Context: an optimization exercise on an open-source flow, tuned for small area, a short achievable clock period and few clock cycles per item. The choices shown serve that exercise and are no tape-out recipe. At most, simulation tests tie the RTL to the original design; equivalence was not proved.

==> inputs of ember <==
## aes_enc_core
module aes_enc_core (
    input  wire         clk,
    input  wire         rst,         
    input  wire         key_load,    
    input  wire [1:0]   key_len,     
    input  wire [255:0] key,         
    input  wire         in_valid,
    output reg          in_ready,
    input  wire [127:0] in_data,
    output reg          out_valid,
    output wire [127:0] out_data
);
    reg         l128, l192, l256;    
    reg  [3:0]  nr;                  
    reg  [2:0]  kp;                  
    reg         krdy;                
    reg         v1, w1, vm1, wm1, v2, w2, vm2, wm2;
    reg  [3:0]  r1, rm1, r2, rm2;
    reg  [1:0]  gn;                  
    reg         gopen;               
    wire        lastm2 = (rm2 == nr);
    wire        cont2  = vm2 && !lastm2;             
    wire        accept = in_valid && in_ready;
    reg  [255:0] ks;
    reg  [127:0] h0, h1, rko;
    reg  [31:0]  ksi;                
    reg          ksi_rot;            
    reg  [47:0]  km;                 
    wire [31:0] S7 = ks[31:0];
    wire [31:0] H00 = h0[127:96], H01 = h0[95:64], H02 = h0[63:32], H03 = h0[31:0];
    wire [31:0] H10 = h1[127:96], H11 = h1[95:64], H12 = h1[63:32], H13 = h1[31:0];
    wire [31:0] kin = ksi_rot ? {ksi[23:0], ksi[31:24]} : ksi;
    wire [47:0] km_d;
    wire [31:0] kb;                  
  ...
clock: 10.0 ns
lec_check: 0
cap_margin: 20
core_margin: 2
core_utilization: 50
cts_cluster_diameter: 100
cts_cluster_size: 20
slew_margin: 20
standard.sh (not shown) runs the stock make flow with config.mk's settings and CLKGATE_MAP_FILE= SYNTH_SCRIPT=/design/flow/synth_recipe.tcl, a recipe that flattens the netlist after the stock synthesis.
==> flow/flow/run.sh <==
#!/bin/bash
# Own layout flow: the standard flow (standard.sh, with its synthesis
# script and steps) with these settings changed:
#  - synthesis maps the logic with the ABC script in flow/abc.script (an
#    area-oriented mapping) instead of ORFS's speed script;
#  - the make variables listed in flow/make_vars.txt (one VAR=value per
#    line) are added to both make runs: among them SETUP_SLACK_MARGIN, so
#    that the timing repair steps aim for extra setup slack and the layout is
#    sized for a short period, although the clock stays at the design's.
# Each tool's output goes to a log file of its own in this folder.
set -uo pipefail
W=$PWD
SD=$W/scripts_own
rm -rf "$SD"; mkdir -p "$SD"
for f in "$FLOW_HOME"/scripts/*; do ln -s "$f" "$SD/"; done
rm -f "$SD/abc_area.script"; cp "$W/flow/abc.script" "$SD/abc_area.script"
VARS=()
if [[ -f "$W/flow/make_vars.txt" ]]; then
  while IFS= read -r line; do
    [[ -z "$line" || "$line" == \#* ]] && continue
    VARS+=("$line")
  done < "$W/flow/make_vars.txt"
fi
bash standard.sh SCRIPTS_DIR="$SD" ABC_AREA=1 "${VARS[@]}" synth > "$W/synth.log" 2>&1 || { tail -30 "$W/synth.log"; exit 1; }
bash standard.sh "${VARS[@]}" finish > "$W/layout.log" 2>&1 || { tail -30 "$W/layout.log"; exit 1; }
==> flow/flow/abc.script <==
&get -n
&st
&dch
&nf -a -R 1000
&put
==> flow/flow/make_vars.txt <==
SETUP_SLACK_MARGIN=6.8
BUFFER_PORTS_ARGS=-buffer_cell sky130_fd_sc_hd__buf_2
==> umber: changes against ember <==
--- a/flow/design.v
+++ b/flow/design.v
@@ -325,44 +325,48 @@
     generate
         for (g = 0; g < 4; g = g + 1) begin : g_ksb
             aes_sbox_front u_f (.a(kin[31-8*g -: 8]), .m(km_d[47-12*g -: 12]));
             aes_sbox_back  u_b (.m(km[47-12*g -: 12]), .y(kb[31-8*g -: 8]));
         end
     endgenerate
     reg         c_en;                
+    reg         c_fix;               
     reg         c_fixw;              
     reg         c_h0, c_h1, c_o;     
     reg  [3:0]  c_b;                 
     reg         c_p;                 
-    reg         c_m01, c_m23, c_n01, c_n23, c_zq;
-    reg  [7:0]  c_rc01, c_rc23;
+    reg         c_t4, c_t2;          
+    reg  [7:0]  c_rc;                
     reg         c_rot, c_x4;         
     reg         k_sel;               
     wire [31:0] B0 = ({32{c_b[0]}} & H00) | ({32{c_b[1]}} & H10) | ({32{c_b[2]}} & H02) | ({32{c_b[3]}} & H12);
     wire [31:0] B1 = ({32{c_b[0]}} & H01) | ({32{c_b[1]}} & H11) | ({32{c_b[2]}} & H03) | ({32{c_b[3]}} & H13);
     wire [31:0] B2 = ({32{c_b[0]}} & H02) | ({32{c_b[1]}} & H12) | ({32{c_b[2]}} & H10) | ({32{c_b[3]}} & H00);
     wire [31:0] B3 = ({32{c_b[0]}} & H03) | ({32{c_b[1]}} & H13) | ({32{c_b[2]}} & H11) | ({32{c_b[3]}} & H01);
     wire [31:0] N2 = c_p ? H02 : H12;
     wire [31:0] N3 = c_p ? H03 : H13;
+    wire        c01 = !(c_t4 | c_t2);                
+    wire        c23 = !c_t2;                         
+    wire [31:0] rcw = {c_rc, 24'h000000};
     wire [31:0] Q01 = B0 ^ B1;
     wire [31:0] Q23 = B2 ^ B3;
-    wire [31:0] zQ  = {32{c_zq}} & Q01;
-    wire [31:0] e0  = ({32{c_n01}} & N3) ^ {c_rc01, 24'h000000};
-    wire [31:0] e2  = ({32{c_n23}} & N3) ^ {c_rc23, 24'h000000};
+    wire [31:0] zQ  = {32{!c_t4}} & Q01;
+    wire [31:0] e0  = ({32{c_t4 | c_t2}} & N3) ^ ({32{c01}} & rcw);
+    wire [31:0] e2  = ({32{c_t2}} & N3) ^ ({32{c23}} & rcw);
     wire [31:0] P0 = B0 ^ e0;
     wire [31:0] P1 = Q01 ^ e0;
     wire [31:0] P2 = zQ ^ (B2 ^ e2);
     wire [31:0] P3 = zQ ^ (Q23 ^ e2);
-    wire [31:0] n0 = P0 ^ ({32{c_m01}} & kb);
-    wire [31:0] n1 = P1 ^ ({32{c_m01}} & kb);
-    wire [31:0] n2 = P2 ^ ({32{c_m23}} & kb);
-    wire [31:0] n3 = P3 ^ ({32{c_m23}} & kb);
+    wire [31:0] n0 = P0 ^ ({32{c01}} & kb);
+    wire [31:0] n1 = P1 ^ ({32{c01}} & kb);
+    wire [31:0] n2 = P2 ^ ({32{c23}} & kb);
+    wire [31:0] n3 = P3 ^ ({32{c23}} & kb);
     wire [127:0] nk = {n0, n1, n2, n3};
     wire [31:0] P3x = zQ ^ ((Q23 ^ e2) ^ ({32{c_x4}} & (N2 ^ N3)));
-    wire [31:0] nx  = P3x ^ ({32{c_m23}} & kb);
+    wire [31:0] nx  = P3x ^ ({32{c23}} & kb);
     reg  [127:0] s1, s2;             
     reg  [191:0] m1, m2;             
     reg  [127:0] outr;
     assign out_data = outr;
     wire [127:0] mix1, mix2, sub2;
     wire [191:0] m1_d, m2_d;
     aes_half_round u_a1 (.s(s1), .rk(h0), .m(m1_d));
@@ -420,15 +424,16 @@
     wire        v1_n = cont2 || accept;
     wire        w1_n = cont2 ? wm2 : !gopen;
     wire [3:0]  r1_n = cont2 ? rm2 + 4'd1 : 4'd1;
     wire        np_n = (!v1_n || r1_n == nr - 4'd1) && (!v1 || r1 == nr - 4'd1) &&
                        (!vm1 || rm1 == nr - 4'd1) && (!v2 || r2 == nr) &&
                        !(v1_n && w1_n) && !(v1 && w1) && !(vm1 && wm1);
     wire [2:0]  kp_n = key_load ? 3'd1 : (kp == 3'd0 || kp == 3'd7) ? kp : kp + 3'd1;
-    wire        krdy_n = key_load || krdy;
+    wire        krdy_n = key_load ? (key_len == 2'd2) :
+                         (krdy || (kp_n >= 3'd3));
     wire        st1_n = v1 && w1 && (r1 != 4'd1);
     wire        st2_n = v2 && w2;
     wire [3:0]  j_n   = st2_n ? r2 : r1;             
     wire [3:0]  sr_n  = j_n - 4'd1;                  
     wire [3:0]  sn_n  = j_n;                         
     wire [1:0]  m3c   = mod3(sr_n);
     wire [1:0]  m3n   = mod3(sn_n);
@@ -441,26 +446,28 @@
             v2        <= 1'b0;
             vm2       <= 1'b0;
             gopen     <= 1'b0;
             gn        <= 2'd0;
             in_ready  <= 1'b0;
             out_valid <= 1'b0;
             c_en      <= 1'b0;
+            c_fix     <= 1'b0;
         end else begin
             kp        <= kp_n;
             krdy      <= krdy_n;
             v1        <= v1_n;
             vm1       <= v1;
             v2        <= vm1;
             vm2       <= v2;
             gopen     <= accept && !(gopen && gn == 2'd2);
             gn        <= !accept ? 2'd0 : gopen ? gn + 2'd1 : 2'd0;
             in_ready  <= krdy_n && (np_n || (accept && !(gopen && gn == 2'd2)));
             out_valid <= vm2 && lastm2;
             c_en      <= st1_n || st2_n || (kp == 3'd2 && !l256);
+            c_fix     <= kp == 3'd2 && !l256;
         end
         c_fixw <= !rst && kp == 3'd2 && !l256 && !key_load;
         k_sel  <= !rst && (st1_n || st2_n || (kp == 3'd2 && !l256)) && !key_load;
         w1  <= w1_n;
         r1  <= r1_n;
         wm1 <= w1;
         rm1 <= r1;
@@ -470,35 +477,27 @@
         rm2 <= r2;
         c_h0 <= st2_n && r2 != nr;
         c_h1 <= st1_n;
         c_o  <= st2_n && r2 == nr;
         if (kp == 3'd2 && !l256) begin
             c_b   <= 4'b0001;
             c_p   <= 1'b0;
-            c_m01  <= 1'b1;
-            c_m23  <= 1'b1;
-            c_n01  <= 1'b0;
-            c_n23  <= 1'b0;
-            c_zq   <= 1'b1;
-            c_rc01 <= 8'h01;
-            c_rc23 <= 8'h01;
+            c_t4  <= 1'b0;
+            c_t2  <= 1'b0;
+            c_rc  <= 8'h01;
             c_rot <= 1'b1;
             c_x4  <= 1'b0;
         end else begin
             c_p   <= j_n[0];
             c_b   <= {l192 && j_n[0], l192 && !j_n[0],
                       (l128 && !j_n[0]) || (l256 && j_n[0]),
                       (l128 && j_n[0]) || (l256 && !j_n[0])};
-            c_m01  <= !(l192 && m3c != 2'd2);
-            c_m23  <= !(l192 && m3c == 2'd1);
-            c_n01  <= l192 && m3c != 2'd2;
-            c_n23  <= l192 && m3c == 2'd1;
-            c_zq   <= !(l192 && m3c == 2'd0);
-            c_rc01 <= (l192 && m3c != 2'd2) ? 8'h00 : rcon_of(sr_n, l128, l192);
-            c_rc23 <= (l192 && m3c == 2'd1) ? 8'h00 : rcon_of(sr_n, l128, l192);
+            c_t4  <= l192 && m3c == 2'd0;
+            c_t2  <= l192 && m3c == 2'd1;
+            c_rc  <= rcon_of(sr_n, l128, l192);
             c_rot <= l128 || (l256 && sn_n[0]) || (l192 && m3n != 2'd1);
             c_x4  <= l192 && m3n == 2'd0;
         end
         if (key_load) begin
             l128 <= key_len != 2'd1 && key_len != 2'd2;
             l192 <= key_len == 2'd1;
             l256 <= key_len == 2'd2;
@@ -516,21 +515,15 @@
         end
     end
     always @(posedge clk) begin
         if (kp == 3'd1 || (in_ready && !gopen))
             h0 <= ks[255:128];
         else if (c_en && c_h0)
             h0 <= nk;
-        if (kp == 3'd1)
-            h1 <= ks[127:0];
-        else if (c_fixw && l128)
-            h1 <= nk;
-        else if (c_fixw)
-            h1 <= {ks[127:64], n0, n1};
-        else if (vm1 && wm1 && rm1 == 4'd1)
+        if (kp == 3'd1 || (vm1 && wm1 && rm1 == 4'd1))
             h1 <= ks[127:0];
         else if (c_en && c_h1)
             h1 <= nk;
         if (c_o)
             rko <= nk;
     end
 endmodule
==> flow/flow/make_vars.txt (replaced) <==
SETUP_SLACK_MARGIN=6.5
BUFFER_PORTS_ARGS=-buffer_cell sky130_fd_sc_hd__buf_2
==> flow/config.mk (replaced) <==
export PLATFORM = sky130hd
export DESIGN_NAME = aes_enc_core
export DESIGN_NICKNAME = aes_enc_core
export VERILOG_FILES = /design/flow/design.v
export SDC_FILE = /design/flow/constraint.sdc
export NUM_CORES = 8
export LEC_CHECK = 0
export CAP_MARGIN = 20
export CORE_MARGIN = 2
export CORE_UTILIZATION = 50
export SLEW_MARGIN = 20
==> comparison table <==
Result of the run: umber complete, no violations; ember complete, no violations
Vias in the first global route: umber 73542; ember 76208
Tmin final: umber 3.58 ns; ember 3.32 ns
Fraction of area in registers: umber 32.5%; ember 30.5%
Number of sequential cells: umber 1550; ember 1561
Post-placement cell area: umber 100000 um^2; ember 103000 um^2
Avg Cell Area, Syn: umber 9.35 um^2; ember 9.27 um^2
Fill cell total of the finished layout: umber 16181; ember 15762
Mux contribution to synthesized area: umber 1.49%; ember 2.47%
Horizontal die dimension: umber 436 um; ember 441 um
H-Tree Level Count: umber 4; ember 3
Worst clock skew: umber 0.0352 ns; ember 0.0576 ns
Cell count after synthesis: umber 9973; ember 10300
Starting DRC count in detailed routing: umber 9134; ember 9995
Setup slack of the worst register-to-register path: umber 6.42 ns; ember 6.68 ns
Xor and xnor fraction of the mapped netlist area: umber 35.5%; ember 34.7%
Worst Hold End: umber wm2$_DFF_P_; ember wm1$_DFF_P_
Count of plain and timing-repair buffers: umber 737; ember 1034
Global-route wire length before repair: umber 528000 um; ember 547000 um
WL met1: umber 150000 um; ember 151000 um
Pin count of the biggest net entering global routing: umber 139; ember 148
Testbench counts of umber, summed over its fixed seeds: cycles 12,897, items 1,687.
No functional check of the RTL was part of ember.

[what the ideal ports hide]
Ports are ideal in the flow. The routed layouts listed here were re-timed in OpenROAD.
Step 1 sets driving cells, clkbuf_16 on the clock port and buf_2 on the other inputs (assumed; they add their load-dependent delay and slew).
Step 2 adds t to the input delays and takes it off the output delays; t is the mean of the earliest and latest rising clock arrival at the registers after step 1. Input paths then give back, and output paths get back, about the clock's delay inside the block.
Slacks: ideal ports / drivers / drivers and shift; pairs: ideal ports / drivers.
| run | t, ns | setup slack, ns | slew at the worst register clock pin (ns) | pins driven straight from the clock port |
|---|---|---|---|---|
| ember | 0.887 | 6.679 / 6.611 / 5.958 | 0.10 / 0.10 | 1 |
| umber | 0.938 | 6.423 / 6.423 / 5.590 | 0.07 / 0.07 | 1 |
After both steps every run listed still meets setup and hold. The setup slack of umber, which loses most, moves by 0.000 ns with the drivers and by -0.833 ns with both steps.
